Source: an optimization exercise on an open RTL-to-GDS flow (aim: small area, a short achievable clock period and few clock cycles). Production flows keep margins and buffers that such runs may drop. Where RTL was checked, it was by simulation tests only, not by an equivalence proof against the original. Power and IR drop assume default switching activity.

Setup of red:
## chk_unit
module chk_unit (
    input  wire        clk,
    input  wire        rst,
    input  wire        job_valid,
    output wire        job_ready,
    input  wire [31:0] job_cmd,
    input  wire [23:0] job_len,
    input  wire        in_valid,
    output wire        in_ready,
    input  wire [63:0] in_data,
    output reg         res_valid,
    output reg         res_refused,
    output reg  [2:0]  res_refuse_code,
    output reg  [31:0] res_result,
    output reg  [3:0]  res_code,
    output reg  [15:0] res_acount,
    output reg         res_copy,
    output reg  [47:0] res_tail,
    output reg  [2:0]  res_tail_len,
    input  wire        reg_wr,
    input  wire        reg_rd,
    input  wire [15:0] reg_addr,
    input  wire [31:0] reg_wdata,
    output reg  [31:0] reg_rdata
);
For scale: ~7600 cells after synthesis, about 1900 flip-flops, roughly 320 I/O pins, ~94000 µm² of cells after synthesis.
export LEC_CHECK = 0
export CAP_MARGIN = 20
export CORE_MARGIN = 2
export CORE_UTILIZATION = 35
export SLEW_MARGIN = 20
create_clock -name core_clock -period 20.0 [get_ports {clk}]
standard.sh (not shown) runs the stock make flow with config.mk's settings and CLKGATE_MAP_FILE= SYNTH_SCRIPT=/design/flow/synth_recipe.tcl, a recipe that flattens the netlist after the stock synthesis.
==> flow/flow/run.sh <==
#!/bin/bash
# The standard synthesis, unchanged, then the standard flow's own layout steps with
# repair_timing asked for more setup slack than the 20 ns clock needs, so
# that the layout is optimised towards a shorter period.  Each step's full
# output goes to a log file of its own in this folder.
set -euo pipefail
MARGIN=$(cat flow/margin.txt)
bash standard.sh synth > synth.log 2>&1
bash standard.sh SETUP_SLACK_MARGIN="$MARGIN" finish > layout.log 2>&1
==> flow/flow/margin.txt <==
14
The inputs of blue differ from those of red as listed below.
diff --git a/flow/design.v b/flow/design.v
--- a/flow/design.v
+++ b/flow/design.v
@@ -66,31 +66,33 @@
     reg        c_fwd;       
     wire [2:0] j_w = (j_poly[1] == 1'b0) ? 3'd4 : (j_poly[0] ? 3'd1 : 3'd2);
     wire fwd = c_fwd && (c_ctx == j_ctx);
     wire       busy = (nfl != 2'd0);
     wire [3:0] reg_slot = {~reg_addr[6], reg_addr[5:3]};
     wire [3:0] reg_chan = reg_addr[6:3];
     wire [3:0] ix_ctx   = busy ? j_ctx  : reg_slot;
     wire [3:0] ix_tx    = busy ? j_achan : reg_chan;
     wire [3:0] ix_rx    = busy ? c_achan : reg_chan;
     wire [31:0] rd_ctx_state = ctx_state[ix_ctx];
     wire [1:0]  rd_ctx_poly  = ctx_poly[ix_ctx];
     wire        rd_ctx_valid = ctx_valid[ix_ctx];
+    wire [1:0]  j_ctx_poly   = ctx_poly[j_ctx];
+    wire        j_ctx_valid  = ctx_valid[j_ctx];
     wire [15:0] rd_tx   = txd[ix_tx] ? ach_tx[ix_tx] : 16'd0;
     wire [7:0]  rd_win0 = wnd[ix_rx] ? ach_win[ix_rx] : 8'd8;
     wire [7:0]  rd_win  = (rd_win0 == 8'd0) ? 8'd1 : rd_win0;
     wire [15:0] rd_rx   = rxd[ix_rx] ? ach_rx[ix_rx] : 16'd0;
     wire        rd_rxv  = rxd[ix_rx] & ach_rxv[ix_rx];
     wire       slot_ok = fwd ? (c_poly == j_poly)
-                             : (rd_ctx_valid && rd_ctx_poly == j_poly);
+                             : (j_ctx_valid && j_ctx_poly == j_poly);
     wire [4:0] minlen  = {2'd0, j_w} + (j_alive ? 5'd3 : 5'd1);
     wire       too_short = (rin[23:5] == 19'd0) && (rin[4:0] < minlen);
     wire [2:0] rc = j_opbad                       ? 3'd1 :
                     (j_save && j_op != OP_COMPUTE) ? 3'd2 :
                     (j_resume && !slot_ok)         ? 3'd3 :
                     (j_op == OP_CHECK && too_short) ? 3'd4 : 3'd0;
     wire       app_alive = (j_op == OP_APPEND) && j_alive;
     wire [2:0] lm = rin[2:0];                  
     wire [2:0] l_lo = (j_op == OP_CHECK) ? (lm - j_w) :
                       app_alive          ? (lm + 3'd2) : lm;
     wire [2:0] k_job = 3'd0 - l_lo;
     wire [3:0] m_last = (lm == 3'd0) ? 4'd8 : {1'b0, lm};
## What came out
Compared with red, blue shows relative contribution of the clock network to total power higher by 1.2 points.
Delta (blue minus red): worst setup timing slack at the placement stage higher; maximum achievable frequency down about 0.36%; routed wire length rose 3.2%; later-pin clock latency in the skew report flat; total track usage now sits higher.
Of red and blue, blue shows the lower overall power of the completed layout, with red above it.
Testbench counts of blue, summed over its fixed seeds: cycles 55,509.
Function not checked in red: the RTL went through the layout flow alone.

chk_unit, a different RTL version from the one above (not shown whole).
For scale: about 7,700 cells after synthesis, roughly 1,900 flip-flops, roughly 320 I/O pins, ~0.094 mm^2 of cells after synthesis.
==> flow/design.v (excerpt) <==
module chk_unit (
    input  wire        clk,
    input  wire        rst,
    input  wire        job_valid,
    output wire        job_ready,
    input  wire [31:0] job_cmd,
    input  wire [23:0] job_len,
    input  wire        in_valid,
    output wire        in_ready,
    input  wire [63:0] in_data,
    output reg         res_valid,
    output reg         res_refused,
    output reg  [2:0]  res_refuse_code,
    output reg  [31:0] res_result,
    output reg  [3:0]  res_code,
    output reg  [15:0] res_acount,
    output reg         res_copy,
    output wire [47:0] res_tail,
    output reg  [2:0]  res_tail_len,
    input  wire        reg_wr,
    input  wire        reg_rd,
    input  wire [15:0] reg_addr,
    input  wire [31:0] reg_wdata,
    output reg  [31:0] reg_rdata
);
==> flow/config.mk <==
export PLATFORM = sky130hd
export DESIGN_NAME = chk_unit
export DESIGN_NICKNAME = chk_unit
export VERILOG_FILES = /design/flow/design.v
export SDC_FILE = /design/flow/constraint.sdc
export NUM_CORES = 4
export LEC_CHECK = 0
export CAP_MARGIN = 20
export CORE_MARGIN = 2
export CORE_UTILIZATION = 35
export SLEW_MARGIN = 20
==> flow/constraint.sdc <==
create_clock -name core_clock -period 20.0 [get_ports {clk}]
set_input_delay 4.0000 -clock core_clock [delete_from_list [all_inputs] [get_ports {clk}]]
set_output_delay 4.0000 -clock core_clock [all_outputs]
set_load 0.01 [all_outputs]
Scripts as last shown in full above: flow/flow/run.sh, flow/flow/margin.txt
Testbench counts at the start, summed over its fixed seeds: cycles 55,509.
Change:
--- a/flow/design.v
+++ b/flow/design.v
@@ -12,13 +12,13 @@
     output reg         res_refused,
     output reg  [2:0]  res_refuse_code,
     output reg  [31:0] res_result,
     output reg  [3:0]  res_code,
     output reg  [15:0] res_acount,
     output reg         res_copy,
-    output wire [47:0] res_tail,
+    output reg  [47:0] res_tail,
     output reg  [2:0]  res_tail_len,
     input  wire        reg_wr,
     input  wire        reg_rd,
     input  wire [15:0] reg_addr,
     input  wire [31:0] reg_wdata,
     output reg  [31:0] reg_rdata
@@ -429,32 +429,33 @@
     wire [31:0] fin_crc = (c_poly == 2'd3) ? {24'd0, s_ext[7:0] ^ 8'hFF} :
                           (c_poly == 2'd2) ? s_ext : ~s_ext;
     wire [2:0]  c_w     = (c_poly[1] == 1'b0) ? 3'd4 : (c_poly[0] ? 3'd1 : 3'd2);
     wire        crc_ok  = cap_ok;
     wire [15:0] rx_dist = cap_cnt - cr_rx;
     wire        c_ref   = (c_rc != 3'd0);
-    reg        r_tapp, r_talive;
-    assign res_tail = !r_tapp ? 48'd0 :
-                      r_talive ? {res_result, res_acount} : {16'd0, res_result};
     reg [3:0]  f_code;
     reg        f_copy, f_rxupd;
+    reg [47:0] f_tail;
     reg [2:0]  f_tail_len;
     reg [15:0] f_acount;
     always @(*) begin
         f_code     = CODE_DONE;
         f_copy     = 1'b0;
         f_rxupd    = 1'b0;
+        f_tail     = 48'd0;
         f_tail_len = 3'd0;
         f_acount   = 16'd0;
         case (c_op)
             OP_APPEND: begin
                 f_copy = 1'b1;
                 if (c_alive) begin
                     f_acount   = c_cnt;
+                    f_tail     = {fin_crc, c_cnt};
                     f_tail_len = c_w + 3'd2;
                 end else begin
+                    f_tail     = {16'd0, fin_crc};
                     f_tail_len = c_w;
                 end
             end
             OP_CHECK: begin
                 if (c_alive)
                     f_acount = cap_cnt;
@@ -563,14 +564,13 @@
         res_refused     <= c_ref;
         res_refuse_code <= c_rc;
         res_result      <= c_ref ? 32'd0 : (c_save ? s_ext : fin_crc);
         res_code        <= c_ref ? 4'd0 : f_code;
         res_acount      <= c_ref ? 16'd0 : f_acount;
         res_copy        <= !c_ref && f_copy;
-        r_tapp          <= !c_ref && c_op == OP_APPEND;
-        r_talive        <= c_alive;
+        res_tail        <= c_ref ? 48'd0 : f_tail;
         res_tail_len    <= c_ref ? 3'd0 : f_tail_len;
         for (n = 0; n < 16; n = n + 1) begin
             if (ctx_we && c_ctx == n) begin
                 ctx_state[n] <= s_ext;
                 ctx_poly[n]  <= c_poly;
             end
Outcome: Global-route usage decreases by 1.2 points. Core utilization drops by 1.1 points. Power came out lower by 0.45%. Count of clock-buffer cells in the layout rises by 15. Final area drops by 0.94%. First-iteration DRC count went up by 11%. Synthesized cell count goes up by 1.9%. Sequential power increases by about 2%. Wire length is lower by 2.0%. Clock skew climbs by 44 ps. Non-clock buffer count fell by 111.
Testbench counts after the change, summed over its fixed seeds: cycles 55,509.

re-timing with driven ports:
The flow's constraints put no driver on any port. The routed layouts listed below were extracted and timed again, unchanged, in two steps. Step 1 assumes that a clkbuf_16 drives the clock port and a buf_2 every other input. Step 2 also shifts input and output timing later by t, the mid clock arrival at the registers, as if the neighbouring blocks saw the same clock. a / b / c = ideal ports / drivers / drivers and shift; a / b = the first two.
| run | shift t [ns] | setup WS [ns] | slew at the worst register clock pin (ns) | cell pins on the clock port's net |
|---|---|---|---|---|
| red | 0.938 | 13.806 / 13.797 / 12.860 | 0.07 / 0.07 | 1 |
| blue | 0.960 | 13.784 / 13.736 / 12.775 | 0.07 / 0.07 | 1 |
| the first run of note 2 | 0.941 | 13.671 / 13.582 / 13.026 | 0.08 / 0.08 | 1 |
| the second run of note 2 | 0.952 | 13.928 / 13.899 / 12.948 | 0.07 / 0.07 | 1 |
After both steps setup and hold are still met in every run listed. The setup slack of blue, which loses most, moves by -0.048 ns with the drivers and by -1.009 ns with both steps.
